This is an optimization exercise on Yosys and OpenROAD, whose aim is small area, a short achievable clock period and few clock cycles per item, not a production implementation. No functional check of the RTL was part of any run shown here. Power is estimated from default activity; no workload was simulated.

**run.sh**
```bash
#!/bin/bash
# synth_recipe.tcl (not shown) runs the flow's synth.tcl, then flattens the netlist and writes it again
# the make line also repeats each setting of config.mk as NAME=value (left out here)
make -C /OpenROAD-flow-scripts/flow DESIGN_CONFIG=/design/flow/config.mk WORK_HOME=/design/flow/orfs CLKGATE_MAP_FILE= SYNTH_SCRIPT=/design/flow/synth_recipe.tcl finish
```
**config.mk**
```make
export PLATFORM = sky130hd
export DESIGN_NAME = can_fd_tx
export DESIGN_NICKNAME = can_fd_tx
export VERILOG_FILES = /design/flow/design.v
export SDC_FILE = /design/flow/constraint.sdc
export NUM_CORES = 4
export LEC_CHECK = 0
export ABC_CLOCK_PERIOD_IN_PS = 2200
export CAP_MARGIN = 20
export CORE_MARGIN = 2
export CORE_UTILIZATION = 40
export CTS_BUF_LIST = sky130_fd_sc_hd__clkbuf_4 sky130_fd_sc_hd__clkbuf_8
export CTS_CLUSTER_SIZE = 25
export PLACE_DENSITY = 0.6
export SETUP_SLACK_MARGIN = 2.8
export SLEW_MARGIN = 20
```
**constraint.sdc**
```tcl
create_clock -name core_clock -period 5.0 [get_ports {clk}]
set_input_delay 1.0000 -clock core_clock [delete_from_list [all_inputs] [get_ports {clk}]]
set_output_delay 1.0000 -clock core_clock [all_outputs]
set_load 0.01 [all_outputs]
```
**design.v**
```verilog
module can_fd_tx (
    input  wire        clk,
    input  wire        rst,
    input  wire        wr_en,
    input  wire [5:0]  wr_addr,
    input  wire [7:0]  wr_data,
    input  wire        start,
    input  wire [28:0] ident,
    input  wire        ide,
    input  wire        rtr,
    input  wire        fdf,
    input  wire        brs,
    input  wire        esi,
    input  wire [3:0]  dlc,
    output reg         busy,
    output wire        tx_valid,
    input  wire        tx_ready,
    output reg         tx_bit,
    output reg  [4:0]  tx_field,
    output reg         tx_stuff,
    output reg         tx_fast,
    output reg         tx_last
);
    localparam [4:0] F_SOF         = 5'h00;
    localparam [4:0] F_BASE_ID     = 5'h01;
    localparam [4:0] F_RTR_SRR     = 5'h02;
    localparam [4:0] F_IDE         = 5'h03;
    localparam [4:0] F_EXT_ID      = 5'h04;
    localparam [4:0] F_RTR2        = 5'h05;
    localparam [4:0] F_FDF         = 5'h06;
    localparam [4:0] F_RES         = 5'h07;
    localparam [4:0] F_BRS         = 5'h08;
    localparam [4:0] F_ESI         = 5'h09;
    localparam [4:0] F_DLC         = 5'h0A;
    localparam [4:0] F_DATA        = 5'h0B;
    localparam [4:0] F_STUFF_COUNT = 5'h0C;
    localparam [4:0] F_CRC         = 5'h0D;
    localparam [4:0] F_CRC_DELIM   = 5'h0E;
    localparam [4:0] F_ACK         = 5'h0F;
    localparam [4:0] F_ACK_DELIM   = 5'h10;
    localparam [4:0] F_EOF         = 5'h11;
    localparam HDR  = 0;    
    localparam DATA = 1;
    localparam CRC  = 2;    
    localparam FDC  = 3;    
    localparam TAIL = 4;    
    localparam [20:0] PM15 = 21'h4599 << 6;
    localparam [20:0] PM17 = 21'h1685B << 4;
    localparam [20:0] PM21 = 21'h102899;
    reg [7:0] buffer [0:63];
    reg       w_en;
    reg [5:0] w_addr;
    reg [7:0] w_data;
    always @(posedge clk) begin
        w_en   <= wr_en && !busy;
        w_addr <= wr_addr;
        w_data <= wr_data;
        if (w_en)
            buffer[w_addr] <= w_data;
    end
    assign tx_valid = busy;
    reg [39:0] hsr;
    reg        h_ide;
    reg        h_fdf;
    reg        h_rtr;
    reg        h_brs;      
    reg        h_wide;     
    reg [3:0]  h_dlc;
    wire accept = start && !busy;
    wire        rtr_s = rtr & ~fdf;
    wire [10:0] base  = ide ? ident[28:18] : ident[10:0];
    wire [7:0]  tl_b  = fdf ? {1'b1, 1'b0, brs, esi, dlc} : {1'b0, dlc, 3'b000};
    wire [7:0]  tl_e  = fdf ? {1'b1, 1'b0, brs, esi, dlc} : {2'b00, dlc, 2'b00};
    wire [39:0] hload = {base, ide | rtr_s, ide,
                         ide ? ident[17:10] : tl_b,
                         ident[9:0], rtr_s, tl_e};
    reg [5:0] lm1;
    reg       len0;
    always @* begin
        len0 = 1'b0;
        lm1  = {2'b00, h_dlc} - 6'd1;
        if (h_fdf) begin
            case (h_dlc)
                4'd0:  len0 = 1'b1;
                4'd9:  lm1 = 6'd11;
                4'd10: lm1 = 6'd15;
                4'd11: lm1 = 6'd19;
                4'd12: lm1 = 6'd23;
                4'd13: lm1 = 6'd31;
                4'd14: lm1 = 6'd47;
                4'd15: lm1 = 6'd63;
                default: ;
            endcase
        end else begin
            if (h_rtr || h_dlc == 4'd0) len0 = 1'b1;
            if (h_dlc[3]) lm1 = 6'd7;
        end
    end
    reg [3:0] a_lo, a_mid, a_hi;
    reg [7:0] p0, p1;
    reg       lastbyte;     
    reg [7:0] rd0, rd1;
    integer i;
    always @* begin
        rd0 = 8'd0;
        rd1 = 8'd0;
        for (i = 0; i < 32; i = i + 1) begin
            if (a_hi[i / 16] && a_mid[(i / 4) % 4] && a_lo[i % 4])
                rd0 = rd0 | buffer[i];
            if (a_hi[2 + i / 16] && a_mid[(i / 4) % 4] && a_lo[i % 4])
                rd1 = rd1 | buffer[32 + i];
        end
    end
    always @(posedge clk) begin
        p0 <= rd0;
        p1 <= rd1;
    end
    wire [7:0] nbyte = p0 | p1;
    wire [3:0] l_lo  = 4'b0001 << lm1[1:0];
    wire [3:0] l_mid = 4'b0001 << lm1[3:2];
    wire [3:0] l_hi  = 4'b0001 << lm1[5:4];
    wire at_last = |(a_lo & l_lo) && |(a_mid & l_mid) && |(a_hi & l_hi);
    reg [4:0]  st;          
    reg [5:0]  cnt;         
    reg [2:0]  run;         
    reg        stuff_due;   
    reg [2:0]  stuff_cnt;   
    reg [20:0] crc;
    wire [2:0]  sc_gray = stuff_cnt ^ (stuff_cnt >> 1);
    wire [3:0]  sc_bits = {sc_gray, ^sc_gray};
    wire [20:0] pmask   = h_fdf ? (h_wide ? PM21 : PM17) : PM15;
    reg [4:0] h_fld;
    reg       h_end;
    reg       h_fast;
    always @* begin
        if (cnt <= 6'd10)      h_fld = F_BASE_ID;
        else if (cnt == 6'd11) h_fld = F_RTR_SRR;
        else if (cnt == 6'd12) h_fld = F_IDE;
        else if (h_ide) begin
            if (cnt <= 6'd30)      h_fld = F_EXT_ID;
            else if (cnt == 6'd31) h_fld = F_RTR2;
            else if (cnt == 6'd32) h_fld = F_FDF;
            else if (cnt == 6'd33) h_fld = F_RES;
            else if (cnt == 6'd34) h_fld = h_fdf ? F_BRS : F_DLC;
            else if (cnt == 6'd35) h_fld = h_fdf ? F_ESI : F_DLC;
            else                   h_fld = F_DLC;
        end else begin
            if (cnt == 6'd13)      h_fld = F_FDF;
            else if (cnt == 6'd14) h_fld = h_fdf ? F_RES : F_DLC;
            else if (cnt == 6'd15) h_fld = h_fdf ? F_BRS : F_DLC;
            else if (cnt == 6'd16) h_fld = h_fdf ? F_ESI : F_DLC;
            else                   h_fld = F_DLC;
        end
        h_end  = (cnt == (h_ide ? (h_fdf ? 6'd39 : 6'd37) : (h_fdf ? 6'd20 : 6'd17)));
        h_fast = h_brs && (cnt >= (h_ide ? 6'd35 : 6'd16));
    end
    wire fd_fsb  = (cnt[2:0] == 3'd0);
    wire fd_sc   = (cnt[5:3] == 3'd0);
    wire fd_end  = (cnt[2:0] == 3'd1) && (cnt[5:3] == (h_wide ? 3'd6 : 3'd5));
    wire d_end   = (cnt[2:0] == 3'd7);           
    wire c_end   = (cnt[3:0] == 4'd14);          
    wire t_last  = (cnt[3:0] == 4'd9);           
    wire from_hsr = st[HDR] || st[DATA] || (st[FDC] && fd_sc && !fd_fsb);
    wire from_crc = st[CRC] || (st[FDC] && !fd_sc && !fd_fsb);
    wire is_fsb   = st[FDC] && fd_fsb;
    wire g_lvl    = from_hsr ? hsr[39] : from_crc ? crc[20] : is_fsb ? ~tx_bit : 1'b1;
    wire dyn_last = (st[HDR] && h_end && len0) || (st[DATA] && d_end && lastbyte);
    wire g_dyn    = st[HDR] || st[DATA] || st[CRC];
    wire g_crc    = st[HDR] || st[DATA] || (st[FDC] && fd_sc && !fd_fsb);
    wire g_ld     = (st[HDR] && h_end && !len0) || (st[DATA] && d_end && !lastbyte);
    reg [4:0] g_fld;
    always @* begin
        g_fld = F_EOF;
        if (st[HDR])  g_fld = h_fld;
        if (st[DATA]) g_fld = F_DATA;
        if (st[CRC])  g_fld = F_CRC;
        if (st[FDC])  g_fld = (fd_sc || (cnt[5:3] == 3'd1 && fd_fsb)) ? F_STUFF_COUNT : F_CRC;
        if (st[TAIL])
            case (cnt[3:0])
                4'd0:    g_fld = F_CRC_DELIM;
                4'd1:    g_fld = F_ACK;
                4'd2:    g_fld = F_ACK_DELIM;
                default: g_fld = F_EOF;
            endcase
    end
    wire g_fast = (st[HDR] && h_fast) || ((st[DATA] || st[FDC]) && h_brs);
    wire load = busy && tx_ready && !tx_last;
    wire gen  = load && !stuff_due;
    wire        c_in   = stuff_due ? ~tx_bit : hsr[39];
    wire [20:0] crc_st = {crc[19:0], 1'b0} ^ ((c_in ^ crc[20]) ? pmask : 21'd0);
    wire [2:0] g_run = (g_lvl != tx_bit) ? 3'd1 : run + 3'd1;
    always @(posedge clk) begin
        if (rst) begin
            busy <= 1'b0;
        end else if (accept) begin
            busy <= 1'b1;
        end else if (busy && tx_ready && tx_last) begin
            busy <= 1'b0;
        end
    end
    always @(posedge clk) begin
        if (accept) begin
            hsr       <= hload;
            h_ide     <= ide;
            h_fdf     <= fdf;
            h_rtr     <= rtr;
            h_brs     <= fdf & brs;
            h_wide    <= fdf & (dlc > 4'd10);
            h_dlc     <= dlc;
            tx_bit    <= 1'b0;
            tx_field  <= F_SOF;
            tx_stuff  <= 1'b0;
            tx_fast   <= 1'b0;
            tx_last   <= 1'b0;
            st        <= 5'b00001;
            cnt       <= 6'd0;
            a_lo      <= 4'b0001;
            a_mid     <= 4'b0001;
            a_hi      <= 4'b0001;
            run       <= 3'd1;
            stuff_due <= 1'b0;
            stuff_cnt <= 3'd0;
            crc       <= fdf ? ((dlc > 4'd10) ? PM21 : PM17) : 21'd0;
        end else if (load) begin
            if (stuff_due) begin
                tx_bit    <= ~tx_bit;
                tx_stuff  <= 1'b1;
                tx_fast   <= g_fast;
                run       <= 3'd1;
                stuff_due <= 1'b0;
                stuff_cnt <= stuff_cnt + 3'd1;
                if (h_fdf)
                    crc <= crc_st;
            end else begin
                tx_bit    <= g_lvl;
                tx_field  <= g_fld;
                tx_stuff  <= is_fsb;
                tx_fast   <= g_fast;
                tx_last   <= st[TAIL] && t_last;
                run       <= g_run;
                stuff_due <= g_dyn && !(dyn_last && h_fdf) && (g_run == 3'd5);
                cnt <= cnt + 6'd1;
                if (st[HDR] && h_end) begin
                    cnt <= 6'd0;
                    st  <= !len0 ? 5'b00010 : h_fdf ? 5'b01000 : 5'b00100;
                end
                if (st[DATA] && d_end)
                    cnt <= 6'd0;
                if (st[DATA] && d_end && lastbyte) begin
                    st  <= h_fdf ? 5'b01000 : 5'b00100;
                end
                if (st[CRC] && c_end) begin
                    cnt <= 6'd0;
                    st  <= 5'b10000;
                end
                if (st[FDC] && cnt[2:0] == 3'd4)
                    cnt <= {cnt[5:3] + 3'd1, 3'b000};
                if (st[FDC] && fd_end) begin
                    cnt <= 6'd0;
                    st  <= 5'b10000;
                end
                if (g_ld) begin
                    hsr[39:32] <= nbyte;
                    lastbyte   <= at_last;
                    a_lo       <= {a_lo[2:0], a_lo[3]};
                    if (a_lo[3]) begin
                        a_mid <= {a_mid[2:0], a_mid[3]};
                        if (a_mid[3])
                            a_hi <= {a_hi[2:0], a_hi[3]};
                    end
                end else if (dyn_last && h_fdf)
                    hsr[39:36] <= sc_bits;
                else if (from_hsr)
                    hsr <= {hsr[38:0], 1'b0};
                if (g_crc)
                    crc <= crc_st;
                else if (from_crc)
                    crc <= {crc[19:0], 1'b0};
            end
        end
    end
endmodule
```
==> run notes, run 1 <==
TNS Setup=0 ns; most common flop cell mapped by yosys=edfxtp_1; final setup fails=0; area of the multi-input gates=7890 um^2; Critical Path RT=5.43 ns; post-layout min period=2.59 ns; Design Area, Final=32,400 um^2; final slew viol count=0; critical path data arrival time=3.02 ns; vias in the first global route=18,099; gr usage total=24.6%; CORE AREA=65,700 um^2; first-pass GRT wire length=123,000 um; Mapped Avg Cell Area=13.9 um^2; FF+latch count, synth=654; Static Leakage=10.6 nW; ys async rst share=0%; main area contributors after synthesis=edfxtp_1, dfxtp_1, a22oi_1, nand2_1, a22o_1; initial drt markers=2,606; Filler cells=5,493; num rows=94; CP startpoint kind=flip-flop; H-tree Lvls=3; final core occ=49.3%; final worst slack=2.41 ns; routability cong.=0.899; DR vias=18,815; worst slack, placed=1.41 ns; clk slew on worst S/H paths=0.06 ns; die area=68,500 um^2; Worst path max stage delay=0.48 ns; Crit Path Max Fanout=6; drt drc=0; Clock Tree Root=clkbuf_8; net count after synthesis=1,985; Non-Filler Instances=3,046; Routed Antenna Nets=0; Initial Utilization=40.4%; Area after DPL=28,200 um^2; Routed WL=85,700 um; Combinational Power Share=6.1%; Sw Ratio=22.9%; Vias/cell=6.18; clk buf depth=3; clock skew=0.0528 ns; Cell Count Post-Placement=2,747; cell count along the critical path=10; initial antenna violation count=0; worst skew pair latency=0.76 ns; final hold violations=0; hold crit path type=reg2reg; Die H=262 um; Peak VDD IR=0.206 mV; Final HPWL DP=50,300 um; GRT overflow=0; sequential share of power=52.7%; Cells after Synth=1,909; cell count of the worst reg-to-reg path=10; Bufs and invs on worst path=4; max_cap viols=0; CTS tree=done; Rel. slew slack=35.7%; critical path class=reg2reg; CP top delay family=compound AO/OA/AOI/OAI gates; Layout area overhead=22.2%; crit-path cells=buf_6 > ha_4 > nand4b_1 > a221oi_4 > buf_12 > a32o_2 > buf_12 > buf_6 > mux2i_2 > a221oi_2; cell with the most instances after synthesis=edfxtp_1; post-DR wirelength/cell=28.1 um; flop-to-flop setup slack=2.41 ns; largest net degree at the start of global routing=82; warnings from Yosys=1; r2r endpoint=hsr[36]$_DFFE_PP_; area share of the largest cell type after synthesis=65.9%; Worst Tran Pin Value=0.961 ns; Nets=2,168; Hold Path End=tx_field[2]$_SDFFE_PP0P_; sequential-to-total area share from yosys stat=71.3%; Slowest-stage cell, CP=edfxtp_1; largest area contributor in the netlist=edfxtp_1; outcome=timing/DRC/antenna clean; IO buf count=67; Pre-antenna DRT Iters=5; fmax=387 MHz; RSZ-0062 raised after global routing=yes; FF+latch area=19,000 um^2; # diodes=0; CTS sink count=654; Post-synth top cells=edfxtp_1, nand2_1, nor2_1; die width=262 um; R2R Path Start=h_ide$_DFFE_PP_; share of cells above drive strength 1=24.9%; hold depth=2; EDFF count, synth=583; Netlist cell types=78; period utilization=51.7%; Sw Pwr=2.67 mW; Internal=8.96 mW; I/O pin cnt=68; Hold Path Origin=tx_field[2]$_SDFFE_PP0P_; pwr dens=359 nW/um^2; clock power share=41.2%; Post-Syn Area=26,600 um^2; hold_buf cts=0; Num CTS Buffers=106; critical path capture point type=flip-flop
[per-stage QoR]
stage | power [mW] | hold WS [ns]
2_1_floorplan | 6.57 | 0.448
3_3_place_gp | 6.78 | 0.468
3_5_place_dp | 6.80 | 0.471
4_1_cts | 11.6 | 0.470
5_1_grt | 12.0 | 0.500
6_report | 11.6 | 0.483
[metal layers]
layer	track usage, %	part of all wire [%]	vias to the layer above
li1	-	-	7980
met1	33.9	39	9347
met2	38.6	46	1288
met3	6.16	11	200
met4	7.37	3.3	0
met5	0	0	-
[cell type report]
class	instances	area share [%]
Sequential cell	654	58.6
Multi-Input combinational cell	1094	24.3
Timing Repair Buffer	212	6.68
Clock buffer	164	5.99
Tap cell	864	3.33
Clock inverter	34	0.791
Inverter	24	0.289
[power by group through the flow]
stage	sequential, mW	combinational, mW	clock, mW
6_report	6.13	0.707	4.79
2_1_floorplan	6.26	0.318	0
5_1_grt	6.14	0.764	5.06
4_1_cts	6.14	0.645	4.85
3_3_place_gp	6.26	0.522	0
3_5_place_dp	6.26	0.535	0
[tightest hold or removal path, cell delays in order (launching register included)]
cell and delay [ns]:
dfxtp_2 0.34, nand2_1 0.05, o21ai_1 0.05
[sequential cells by signal (all words and copies together), names as in the netlist, 4 cells and up]
name	count
p0	8
p1	8
tx_field	5
hsr	40
w_data	8
a_hi	4
cnt	6
h_dlc	4
a_lo	4
st	5
buffer	512
a_mid	4
crc	21
w_addr	6
[what timing repair did]
item                       in CTS  in global routing
gates cloned                    4                  1
gates resized for setup       243                 94
pin swaps                      24                 34
setup endpoints to repair     438                371
buffers inserted               55                 41
[cells in the final DEF, fill, tap and decap left out, drive strengths merged, types with 53 or more instances in the layout]
cell,n
edfxtp,583
o21ai,87
clkdlybuf4s50,55
clkbuf,165
buf,154
a22o,53
nand3,56
a22oi,115
nand2,160
nor2,120
dfxtp,71
[worst max-delay path by stage]
stage               slack (ns)            start                   end
floorplan                 2.01         tx_ready  hsr[0]$_SDFFCE_PN0P_
global placement          1.42         tx_ready     hsr[25]$_DFFE_PP_
detailed placement        1.41         tx_ready     hsr[24]$_DFFE_PP_
CTS                       2.48  h_ide$_DFFE_PP_     hsr[31]$_DFFE_PP_
global route              2.35  h_ide$_DFFE_PP_      hsr[4]$_DFFE_PP_
finish                    2.41  h_ide$_DFFE_PP_     hsr[36]$_DFFE_PP_
[kinds of logic (layout without fill, tap and decap cells)]
kind of cell	Yosys count	count (layout)	synth area share, %
flops	654	654	71.3
compound gates	526	527	14.7
simple gates	507	507	9.19
buf+inv	162	434	2.38
mux	25	25	1.05
fa+ha+maj	19	19	0.895
xor+xnor	16	16	0.528
==> run 2, diff against run 1 <==
--- a/config.mk
+++ b/config.mk
@@ -9,8 +9,8 @@
 export CAP_MARGIN = 20
 export CORE_MARGIN = 2
-export CORE_UTILIZATION = 40
+export CORE_UTILIZATION = 55
 export CTS_BUF_LIST = sky130_fd_sc_hd__clkbuf_4 sky130_fd_sc_hd__clkbuf_8
 export CTS_CLUSTER_SIZE = 25
-export PLACE_DENSITY = 0.6
+export PLACE_DENSITY = 0.7
 export SETUP_SLACK_MARGIN = 2.8
 export SLEW_MARGIN = 20
==> run notes, run 2 <==
Slowest-stage cell, CP=edfxtp_1; Crit path top cell by count=buf_6; CORE AREA=47,600 um^2 (-28%); cell count of the worst reg-to-reg path=10 (unchanged); Combinational Power Share=6.2% (about the same); final worst slack=2.44 ns (+0.0248 ns); clk buf depth=3 (unchanged); flop-to-flop setup slack=2.44 ns (+0.02 ns); Pre-antenna DRT Iters=8 (+3); r2r endpoint=hsr[38]$_DFFE_PP_; Static Leakage=10.7 nW (+0.35%); I/O pin cnt=68 (unchanged); Sw Ratio=22.5% (-0.42 points); net count after synthesis=1,985 (unchanged); final core occ=67.4% (+18 points); sequential share of power=52.9% (+0.2 points); clock power share=40.9% (-0.3 points); first-pass GRT wire length=118,000 um (-3.8%); routability cong.=0.911 (+1.3%); cell with the most instances after synthesis=edfxtp_1; num rows=80 (-15%); Top reg by flops=buffer; Post-Syn Area=26,600 um^2 (unchanged); warnings from Yosys=1 (unchanged); Critical Path RT=5.42 ns (about the same); Sw Pwr=2.61 mW (-2.1%); clock skew=0.0296 ns (-0.0232 ns); top flop regs=buffer (512), hsr (40), crc (21); Hold Path End=tx_fast$_SDFFE_PP0P_; IO buf count=67 (unchanged); area share of the largest cell type after synthesis=65.9% (unchanged); most common flop cell mapped by yosys=edfxtp_1; Crit Path Max Fanout=5 (-1); post-layout min period=2.56 ns (-0.0248 ns); TNS Setup=0 ns (unchanged); worst skew pair latency=0.72 ns (-0.04 ns); ys async rst share=0% (unchanged); Routed Antenna Nets=0 (unchanged); most common cell after layout, fill and taps aside=edfxtp_1; max_cap viols=0 (unchanged); Nets=2,176 (+0.37%); Hold Path Origin=tx_fast$_SDFFE_PP0P_; FF+latch count, synth=654 (unchanged); initial antenna violation count=1 (+1); Initial Utilization=55.7% (+15 points); final slew viol count=0 (unchanged); critical path capture point type=flip-flop; fmax=390 MHz (+0.97%); H-tree Lvls=3 (unchanged); gr usage total=32.3% (+7.7 points); Peak VDD IR=0.222 mV (+7.9%); Rel. slew slack=34.0% (-1.8 points); Mapped Avg Cell Area=13.9 um^2 (unchanged); largest net degree at the start of global routing=82 (unchanged); Internal=8.99 mW (+0.31%); period utilization=51.2% (-0.50 points); sequential-to-total area share from yosys stat=71.3% (unchanged); final hold violations=0 (unchanged); critical path data arrival time=2.98 ns (-0.04 ns); die area=50,000 um^2 (-27%); die width=224 um (-14%); Die H=224 um (-14%); Worst path max stage delay=0.46 ns (-0.02 ns); vias in the first global route=18,102 (+0.017%); DR vias=19,183 (+2.0%); share of cells above drive strength 1=24.7% (-0.24 points); worst slack, placed=1.80 ns (+0.397 ns); Worst Tran Pin Value=0.987 ns (+0.0264 ns); most frequent cells in the layout=edfxtp_1, nand2_1, clkbuf_8; R2R Path Start=h_ide$_DFFE_PP_; CTS sink count=654 (unchanged); hold depth=2 (unchanged); outcome=timing/DRC/antenna clean; post-DR wirelength/cell=29.5 um (+5.0%); hold crit path type=reg2reg; Vias/cell=6.85 (+11%); main area contributors after synthesis=edfxtp_1, dfxtp_1, a22oi_1, nand2_1, a22o_1; CP startpoint kind=flip-flop; pwr dens=361 nW/um^2 (+0.75%); Netlist cell types=78 (unchanged); CTS tree=done; clk slew on worst S/H paths=0.06 ns (about the same); initial drt markers=2,941 (+13%); largest area contributor in the netlist=edfxtp_1; # diodes=0 (unchanged); Largest register FFs=512 (unchanged); Clock Tree Root=clkbuf_8; Layout area overhead=21.0%; EDFF count, synth=583 (unchanged); drt drc=0 (unchanged); Num CTS Buffers=104 (-1.9%); Cells after Synth=1,909 (unchanged); critical path class=reg2reg; Final HPWL DP=48,100 um (-4.5%); final setup fails=0 (unchanged); Post-synth top cells=edfxtp_1, nand2_1, nor2_1; GRT overflow=0 (unchanged); Hold WS=0.469 ns (-0.0143 ns); crit-path cells=buf_6 > ha_4 > nand4b_1 > a221oi_4 > buf_6 > buf_4 > buf_6 > a31oi_4 > nor4_1 > a221oi_1; RSZ-0062 raised after global routing=yes; Routed WL=82,700 um (-3.4%)
==> run 2: cell counts after synthesis <==
No cell type changed its count.
==> run 2: worst max path at each step <==
stage,to,slack [ns],depth (start not counted),startpoint
floorplan,hsr[0]$_SDFFCE_PN0P_,2.01,5,tx_ready
global placement,hsr[28]$_DFFE_PP_,1.81,6,start
detailed placement,hsr[28]$_DFFE_PP_,1.80,6,start
CTS,buffer[29][3]$_DFFE_PP_,2.54,3,w_addr[2]$_DFF_P_
global route,stuff_due$_SDFFE_PP0P_,2.44,11,h_dlc[1]$_DFFE_PP_
finish,hsr[38]$_DFFE_PP_,2.44,10,h_ide$_DFFE_PP_
==> run 2: per-stage QoR <==
step	total power, mW	area (um^2)	instances
floorplan	6.57	26600	1909
global placement	6.77	27900	2499
detailed placement	6.79	27900	2500
CTS	11.5	31200	2751
global route	11.9	32100	2802
finish	11.6	32100	2802
==> run 2: cell type report <==
type	instances	area, um^2
clock buffers	153	1890
clock inverters	40	283
fillers	3256	15500
inverters	24	103
multi-input cells	1096	7870
flip-flops and latches	654	19000
well taps	615	769
repair buffers	220	2190
==> run 2: worst max-delay path, delay by kind of cell, from the launching register on <==
| kind | cells | cell delay, ns |
|---|---|---|
| AND/OR/NAND/NOR | 2 | 0.56 |
| buffers and inverters | 4 | 0.52 |
| AO/OA/AOI/OAI | 3 | 0.50 |
| flip-flops | 1 | 0.46 |
| adder cells (fa/ha/maj) | 1 | 0.26 |
==> run 2: timing repair <==
item,4_1_cts,5_1_grt
setup buffers,53,49
pin swaps,22,39
hold buffers,0,0
endpoints found under the setup margin,439,374
gates cloned,5,2
gates resized for setup,214,127
==> run 2: logic make-up after synthesis <==
kind of cell | Yosys count | synth area share, %
buffers and inverters | 162 | 2.38
flip-flops | 654 | 71.3
multiplexers | 25 | 1.05
adder cells (fa/ha/maj) | 19 | 0.895
XOR/XNOR | 16 | 0.528
AND/OR/NAND/NOR | 507 | 9.19
AO/OA/AOI/OAI | 526 | 14.7
==> run 2: power groups by stage <==
| stage | Clock, mW | Sequential, mW | Combinational, mW |
|---|---|---|---|
| global route | 4.98 | 6.14 | 0.763 |
| detailed placement | 0 | 6.26 | 0.524 |
| global placement | 0 | 6.26 | 0.509 |
| floorplan | 0 | 6.26 | 0.318 |
| finish | 4.75 | 6.14 | 0.715 |
| CTS | 4.75 | 6.14 | 0.614 |
==> run 2: routing by layer <==
| metal | GRT usage, % | part of all wire, % | up-vias |
|---|---|---|---|
| met1 | 44.0 | 37 | 9426 |
| li1 | - | - | 8019 |
| met5 | 0 | 0.013 | - |
| met3 | 7.63 | 13 | 262 |
| met4 | 12.5 | 4.2 | 2 |
| met2 | 50.9 | 47 | 1474 |

[separate check: timing with driven ports]
No port has a modelled driver above. Below, the same layouts with a new extraction and two added sets of constraints. Step 1: set_driving_cell puts a clkbuf_16 on clk and a buf_2 on each other input, an assumption about the parent block. Step 2 times the ports against the registers' clock, not the clock port: input delays grow and output delays shrink by t, the midpoint of the rising clock arrivals with the driver on. Three values: ideal ports, drivers, drivers and shift; two values: the first two.
run	shift t [ns]	setup WS [ns]	latest minus earliest clock arrival (ns)
run 1	0.792	2.414 / 2.414 / 1.925	0.056 / 0.056
run 2	0.756	2.438 / 2.438 / 2.033	0.038 / 0.037
After both steps setup and hold are still met in every run listed. The setup slack of run 1, which loses most, moves by 0.000 ns with the drivers and by -0.489 ns with both steps.
